Source: an optimization exercise on an open RTL-to-GDS flow (aim: small area, a short achievable clock period and few clock cycles per item). Production flows keep margins and buffers that such runs may drop. Function was checked by simulation only, so behaviour that the tests miss may differ from the original.

==> flow/design.v, too long to show whole: its modules and the start of the top module <==
// module wte_correct: 2321 lines
// module wte_fa: 10 lines
// module wte_ha: 9 lines
module wte_correct (
    input  wire        clk,
    input  wire        rst,
    input  wire        cfg_we,
    input  wire [2:0]  cfg_addr,
    input  wire [31:0] cfg_wdata,
    input  wire        in_valid,
    output wire        in_ready,
    input  wire [1:0]  in_slot,
    input  wire [15:0] in_s,
    input  wire [15:0] in_dark,
    input  wire [15:0] in_gain,
    output wire        out_valid,
    input  wire        out_ready,
    output wire [15:0] out_y,
    output wire [15:0] out_v,
    output wire [15:0] neg_cnt,
    output wire [15:0] clip_cnt
);
  // ...
==> flow/flow/run.sh <==
#!/bin/bash
# Layout flow: the standard layout (standard.sh, unchanged synthesis,
# floorplan, placement, CTS, routing) with ORFS's repair_timing asked to
# leave a larger setup margin than the 13 ns clock needs, so that it sizes
# the critical paths of this pipeline. The clock period and constraints
# are the design's.
set -euo pipefail
export SETUP_SLACK_MARGIN=9
bash standard.sh > standard.log 2>&1
==> flow/standard.sh <==
#!/bin/bash
# synth_recipe.tcl (not shown) runs the flow's synth.tcl, then flattens the netlist and writes it again
# the make line also repeats each setting of config.mk as NAME=value (left out here)
make -C /OpenROAD-flow-scripts/flow DESIGN_CONFIG=/design/flow/config.mk WORK_HOME=/design/flow/orfs CLKGATE_MAP_FILE= SYNTH_SCRIPT=/design/flow/synth_recipe.tcl "${@:-finish}"
==> flow/config.mk <==
export PLATFORM = sky130hd
export DESIGN_NAME = wte_correct
export DESIGN_NICKNAME = wte_correct
export VERILOG_FILES = /design/flow/design.v
export SDC_FILE = /design/flow/constraint.sdc
export NUM_CORES = 4
export LEC_CHECK = 0
export CAP_MARGIN = 20
export CORE_MARGIN = 2
export CORE_UTILIZATION = 60
export CTS_CLUSTER_DIAMETER = 100
export CTS_CLUSTER_SIZE = 20
export PLACE_DENSITY = 0.7
export SLEW_MARGIN = 20
export SYNTH_HIERARCHICAL = 1
export SYNTH_MINIMUM_KEEP_SIZE = 0
==> flow/constraint.sdc <==
create_clock -name core_clock -period 13.0 [get_ports {clk}]
set_input_delay 2.6000 -clock core_clock [delete_from_list [all_inputs] [get_ports {clk}]]
set_output_delay 2.6000 -clock core_clock [all_outputs]
set_load 0.01 [all_outputs]
==> key figures, run 1 <==
Outcome
  – Status: finished clean

Global route
  – Initial antenna violation count: 0
  – Congestion Overflow GR: 0
  – GRT Resource Usage Total: 27.8%
  – Largest net degree at the start of global routing: 128
  – Met2 Resource Use GR: 47.3%

Floorplanning
  – Std cell rows: 94
  – Total I/O pin count: 156
  – Initial core utilization: 60.9%

CTS
  – Num CTS Buffers: 31
  – CTS Root Cell: clkbuf_16

STA
  – Worst slew pin tran: 1170 ps
  – Tmin final: 3970 ps
  – Worst-case hold slack: 438 ps
  – Fmax: 252 MHz
  – Slew margin rel.: 21.8%

Routing
  – Vias post-DR: 28441
  – DR iter-0 viols: 2680
  – WL met3: 6660 um
  – Wire length on met1: 40300 um

Placement
  – Setup WS pre-CTS: 8360 ps
  – DP Cell Count: 4446

Setup path
  – Slowest-stage cell, CP: edfxtp_1
  – Worst Setup End Kind: primary output
  – Top delay family on crit path: flip-flops

Run
  – Max Cap Viol: 0

Yosys
  – Top-area cell type share of the netlist area: 26.9%
  – Post-synth EDFFs: 360
  – Post-synth ARST share: 0%
  – Synth Area per Inst: 10.9 um2

Min path
  – Hold Path Origin: r3_neg$_DFFE_PN_

Final layout
  – Post-Layout Inst Area: 0.0433 mm2
  – Top cell category: multi-input combinational cells
  – Buffers, non-clock: 236
  – Multi-input logic area: 0.0241 mm2
  – Inverter count: 193
Testbench counts, summed over its fixed seeds: cycles 16,048, items 16,000.
==> inputs of run 2 (changes only) <==
--- a/flow/design.v
+++ b/flow/design.v
@@ -2266,17 +2266,17 @@
             case (cfg_obk)
                 2'd0:    vred = {4'd0, rsum[11:4]};
                 2'd1:    vred = {2'd0, rsum[11:2]};
                 default: vred = rsum[11:0];
             endcase
         end
     end
     reg  [15:0] k_y, o_y;
-    reg  [11:0] k_v, o_v;
+    reg  [15:0] k_v, o_v;
     wire load_o = (kv || inc) && (!ov || take);
     wire kv_n   = kv ? !take : (inc && ov && !take);
     always @(posedge clk) begin
         if (rst) begin
             v0 <= 1'b0; v1 <= 1'b0; v2 <= 1'b0; v3 <= 1'b0; v4 <= 1'b0;
             ov <= 1'b0; kv <= 1'b0; rdy <= 1'b1;
         end else begin
             if (advance) begin
@@ -2290,37 +2290,37 @@
             else if (take) ov <= 1'b0;
             kv  <= kv_n;
             rdy <= !kv_n;
         end
     end
     always @(posedge clk) begin
         if (load_o) begin
             o_y <= kv ? k_y : y;
-            o_v <= kv ? k_v : vred;
+            o_v <= kv ? k_v : {cfg_ob16 ? y[15:12] : 4'd0, vred};
         end
         if (inc && ov && !take) begin
             k_y <= y;
-            k_v <= vred;
+            k_v <= {cfg_ob16 ? y[15:12] : 4'd0, vred};
         end
     end
     reg [15:0] neg_count, clip_count;
     always @(posedge clk) begin
         if (rst || (cfg_we && cfg_addr == 3'd5)) begin
             neg_count  <= 16'd0;
             clip_count <= 16'd0;
         end else if (inc) begin
             if (r4_neg && neg_count != 16'hFFFF)
                 neg_count <= neg_count + 16'd1;
             if (r4_clip && clip_count != 16'hFFFF)
                 clip_count <= clip_count + 16'd1;
         end
     end
     assign out_y    = o_y;
-    assign out_v    = {cfg_ob16 ? o_y[15:12] : 4'd0, o_v};
+    assign out_v    = o_v;
     assign neg_cnt  = neg_count;
     assign clip_cnt = clip_count;
 endmodule
 module wte_fa (
     input  wire a,
     input  wire b,
     input  wire c,
     output wire s,
==> run 2 against run 1 <==
Net effect: synthesized cell count rose by 1.0%; hold slack got worse by 1.7 ps; flip-flop and latch count rose by 8; first-iteration DRC count fell by 7.8%; largest cell class unchanged; highest routed layer unchanged.
==> key figures, run 2 <==
Setup path
  – Worst R2R Start: r2_p[6]$_DFFE_PN_ (was r2_p[7]$_DFFE_PN_)
  – Worst Setup End Kind: primary output (unchanged)
  – Worst Path Arrival: 1320 ps (was 1370 ps)
  – R2R Setup Slk: 9140 ps (was 9050 ps)
  – Critical Path Source Type: register (unchanged)
  – Worst Path Buf+Inv: 1 (unchanged)
  – Data required, critical path: 10400 ps (about the same)
  – Critical path peak fanout: 5 (was 2)
  – R2R depth: 9 (was 10)
  – R2r endpoint: r3_c$_DFFE_PN_ (unchanged)
  – Slowest-stage cell, CP: dfxtp_1 (was edfxtp_1)
  – Critical path class: register to primary output (unchanged)
  – Crit path largest cell delay: 430 ps (was 440 ps)
  – Top delay family on crit path: flip-flops (unchanged)
  – Cell chain of the critical path: dlygate4sd2_1 (was and2_1 -> buf_2)

Routing
  – Vias per cell: 6.28 (was 6.26)
  – Post-route ant nets: 0 (unchanged)
  – # DRC: 0 (unchanged)
  – DR iter-0 viols: 2472 (was 2680)
  – Final wirelength: 96900 um (was 97500 um)
  – Drt wl/cell: 21.2 um (was 21.5 um)
  – Initial DRT Pass Iterations: 6 (unchanged)
  – Vias post-DR: 28716 (was 28441)

Floorplanning
  – DIE WIDTH: 264 um (was 263 um)
  – DIE HEIGHT: 264 um (was 263 um)
  – Initial core utilization: 60.6% (was 60.9%)
  – Total I/O pin count: 156 (unchanged)
  – Die area: 0.0698 mm2 (was 0.0690 mm2)
  – Core Box Area: 0.0670 mm2 (was 0.0660 mm2)
  – Std cell rows: 95 (was 94)

STA
  – Tmin final: 3920 ps (was 3970 ps)
  – Slew margin rel.: 25.4% (was 21.8%)
  – Setup_tns: 0 ps (unchanged)
  – RSZ-0062 raised after global routing: yes (unchanged)
  – Fin crit share: 30.2% (was 30.6%)
  – Clk_skew: 21.9 ps (was 24.5 ps)
  – Final Max Tran Viols: 0 (unchanged)
  – Worst slew pin tran: 1120 ps (was 1170 ps)
  – Fmax: 255 MHz (was 252 MHz)
  – Final setup viols: 0 (unchanged)
  – Count of final hold-check violations: 0 (unchanged)

CTS
  – CTS tree: yes (unchanged)
  – Hold_buf cts: 0 (unchanged)
  – CTS Root Cell: clkbuf_16 (unchanged)
  – Clock tree sinks: 542 (was 534)
  – Clock Latency Late Sink: 590 ps (was 640 ps)
  – CTS H-tree lvls: 2 (was 1)
  – Num CTS Buffers: 34 (was 31)
  – Worst-path clk slew: 80 ps (was 90 ps)
  – Worst-case clock buffer depth: 3 (unchanged)

Placement
  – I/O Buffers: 155 (unchanged)
  – GPL Wtd Cong: 0.896 (was 0.874)
  – DP Wirelength: 66600 um (was 65600 um)

Outcome
  – Status: finished clean (unchanged)

Global route
  – GRT Resource Usage Total: 27.8% (about the same)
  – Vias in the first global route: 29577 (was 29395)
  – Largest net degree at the start of global routing: 181 (was 128)
  – Congestion Overflow GR: 0 (unchanged)
  – Global-route wire length before repair: 156000 um (about the same)
  – Initial antenna violation count: 0 (unchanged)

Yosys
  – Top_reg_cell synth: edfxtp_1 (unchanged)
  – Adder-cell share of the synthesized area: 23.5% (was 23.8%)
  – Mux cell area share after synthesis: 3.67% (was 3.71%)
  – Synth top cells by count: xnor2_1 (457), nand2_1 (385), a22oi_1 (374), edfxtp_1 (368), fa_1 (322) (was xnor2_1 (462), a22oi_1 (374), nand2_1 (367), edfxtp_1 (360), fa_1 (322))
  – Synth Area per Inst: 10.9 um2 (about the same)
  – Largest family of logic cells by synthesized area: adder cells (unchanged)
  – Synth Cell Area: 0.0406 mm2 (was 0.0402 mm2)
  – Yosys reg bits: 542 (was 534)
  – Post-synth ARST share: 0% (unchanged)
  – Yosys warning count: 7 (unchanged)
  – Top-area cell type share of the netlist area: 27.2% (was 26.9%)
  – Synthesized instance count: 3735 (was 3697)
  – Xor/xnor cell area share of the yosys netlist: 10.7% (was 10.9%)
  – Post-synth EDFFs: 368 (was 360)
  – Compound-Gate Fraction of Synth Area: 13.6% (was 13.5%)
  – Sequential area share after synthesis: 35.8% (was 35.6%)
  – Count leader, synth: xnor2_1 (unchanged)
  – Leading area contributor after synthesis: edfxtp_1 (unchanged)
  – Synth unique cells: 78 (was 69)
  – Mapped Nets: 4396 (was 4358)
  – Area contributors post-synth: edfxtp_1 (27%), fa_1 (16%), xnor2_1 (9.9%), dfxtp_1 (8.6%), ha_1 (7.7%) (was edfxtp_1 (27%), fa_1 (16%), xnor2_1 (10%), dfxtp_1 (8.7%), ha_1 (7.8%))
  – Post-synthesis simple-gate area fraction: 8.03% (was 7.85%)

Final layout
  – Reg area: 0.0146 mm2 (was 0.0143 mm2)
  – # diodes: 0 (unchanged)
  – Area growth, synth to finish: 7.58% (was 7.69%)
  – Post-layout util: 65.2% (was 65.6%)
  – Nets@finish: 4340 (was 4317)
  – Top Registers: r3_a: 35 flops, r3_b: 35 flops (unchanged)
  – Fill cells: 5224 (was 5104)
  – Most frequent cells in the layout: xnor2_1 (457), nand2_1 (384), a22oi_1 (374) (was xnor2_1 (462), a22oi_1 (374), nand2_1 (366))
  – Commonest non-fill, non-tap cell in the layout: xnor2_1 (unchanged)
  – Layout cells sized above 1: 6.35% (was 7.31%)
  – Multi-input logic area: 0.0243 mm2 (was 0.0241 mm2)

Min path
  – Hold Path End: r4_neg$_DFFE_PN_ (unchanged)
  – Hold Path Origin: r3_neg$_DFFE_PN_ (unchanged)
  – Hold path depth: 0 (unchanged)
  – Worst hold path type: register to register (unchanged)

Run
  – Max Cap Viol: 0 (unchanged)
-- run 2: modules after synthesis (local to each module, per instance) --
module,copies in the design,cells
wte_ha,44,1
wte_fa,320,1
wte_correct,1,3371
-- run 2: worst max-delay path by stage --
stage                            endpoint                      start  cells after the start  slack (ps)
floorplan                o_v[0]$_DFFE_PP_                  out_ready                      2        9030
global placement     dg2[10]$_SDFFE_PP0P_                cfg_addr[1]                      5        8300
detailed placement  doff2[5]$_SDFFE_PP0P_                     cfg_we                      5        8310
CTS                            neg_cnt[7]  neg_count[7]$_SDFFE_PP0P_                      1        8810
global route           r1_x[16]$_DFFE_PN_       r0_slot[1]$_DFFE_PN_                     11        8910
finish                         neg_cnt[2]  neg_count[2]$_SDFFE_PP0P_                      1        9080
-- run 2: cells by family (layout without fill, tap and decap cells) --
group | after synthesis | count (layout)
AOI/OAI and AO/OA | 806 | 806
xor gates and xnor gates | 498 | 498
adders and majority gates | 571 | 571
buffers and inverters | 496 | 461
DFF | 542 | 542
muxes | 95 | 95
and+or+nand+nor | 727 | 727
-- run 2: repair_timing --
| item | CTS | global route |
|---|---|---|
| endpoints found under the setup margin | 82 | 25 |
| pin swaps | 0 | 4 |
| buffers inserted | 5 | 9 |
| resized for setup | 80 | 9 |
-- run 2: metal layers --
| layer | global-route usage (%) | up-vias | routed length, um |
|---|---|---|---|
| li1 | - | 12977 | - |
| met1 | 36.7 | 14238 | 39600 |
| met2 | 46.8 | 1263 | 47400 |
| met3 | 4.00 | 238 | 6650 |
| met4 | 10.4 | 0 | 3260 |
| met5 | 0 | - | 0 |
-- run 2: worst register-to-register path, cell delays in order, from the launching register on --
cell	delay, ps
edfxtp_1	850
a22oi_1	240
xnor2_1	180
ha_1	320
fa_1	430
fa_1	520
fa_1	460
ha_1	320
a21oi_1	130
o21ai_0	130
-- run 2: area by class of cell --
class                   instances  area share, %
flip-flops and latches        542           33.3
clock buffers                  49           2.08
well taps                     873           2.50
inverters                     190           1.65
repair buffers                214           4.55
multi-input cells            2697           55.6
clock inverters                 8          0.347
-- run 2: metrics by stage --
step	setup WS (ps)	instance area [um2]	std cells	hold slack (ps)
6_report	9080	43700	4573	437
5_1_grt	8910	43700	4573	439
4_1_cts	8810	43500	4561	434
3_5_place_dp	8310	42500	4499	414
3_3_place_gp	8300	42500	4499	403
2_1_floorplan	9030	40600	3735	400
Testbench counts of run 2, summed over its fixed seeds: cycles 16,048, items 16,000.

static timing again, ports no longer ideal:
The results above use ideal ports. As a check the final layouts listed here were re-extracted and re-timed, cells and wires unchanged. Step 1, drivers: a clkbuf_16 drives clk and a buf_2 each remaining input, both assumed. Step 2 adds t to the input delays and takes it off the output delays; t is the mean of the earliest and latest rising clock arrival at the registers after step 1. Input paths then give back, and output paths get back, about the clock's delay inside the block. Three values: ideal ports, drivers, drivers and shift; two values: the first two.
run	t (ns)	setup slack, ns	clock arrival spread, ns	worst register clock-pin slew, ns
run 1	0.695	9.028 / 8.967 / 8.491	0.029 / 0.029	0.09 / 0.09
run 2	0.645	9.077 / 9.016 / 8.467	0.027 / 0.027	0.09 / 0.09
After both steps setup and hold are still met in every run listed. The setup slack of run 2, which loses most, moves by -0.061 ns with the drivers and by -0.610 ns with both steps.
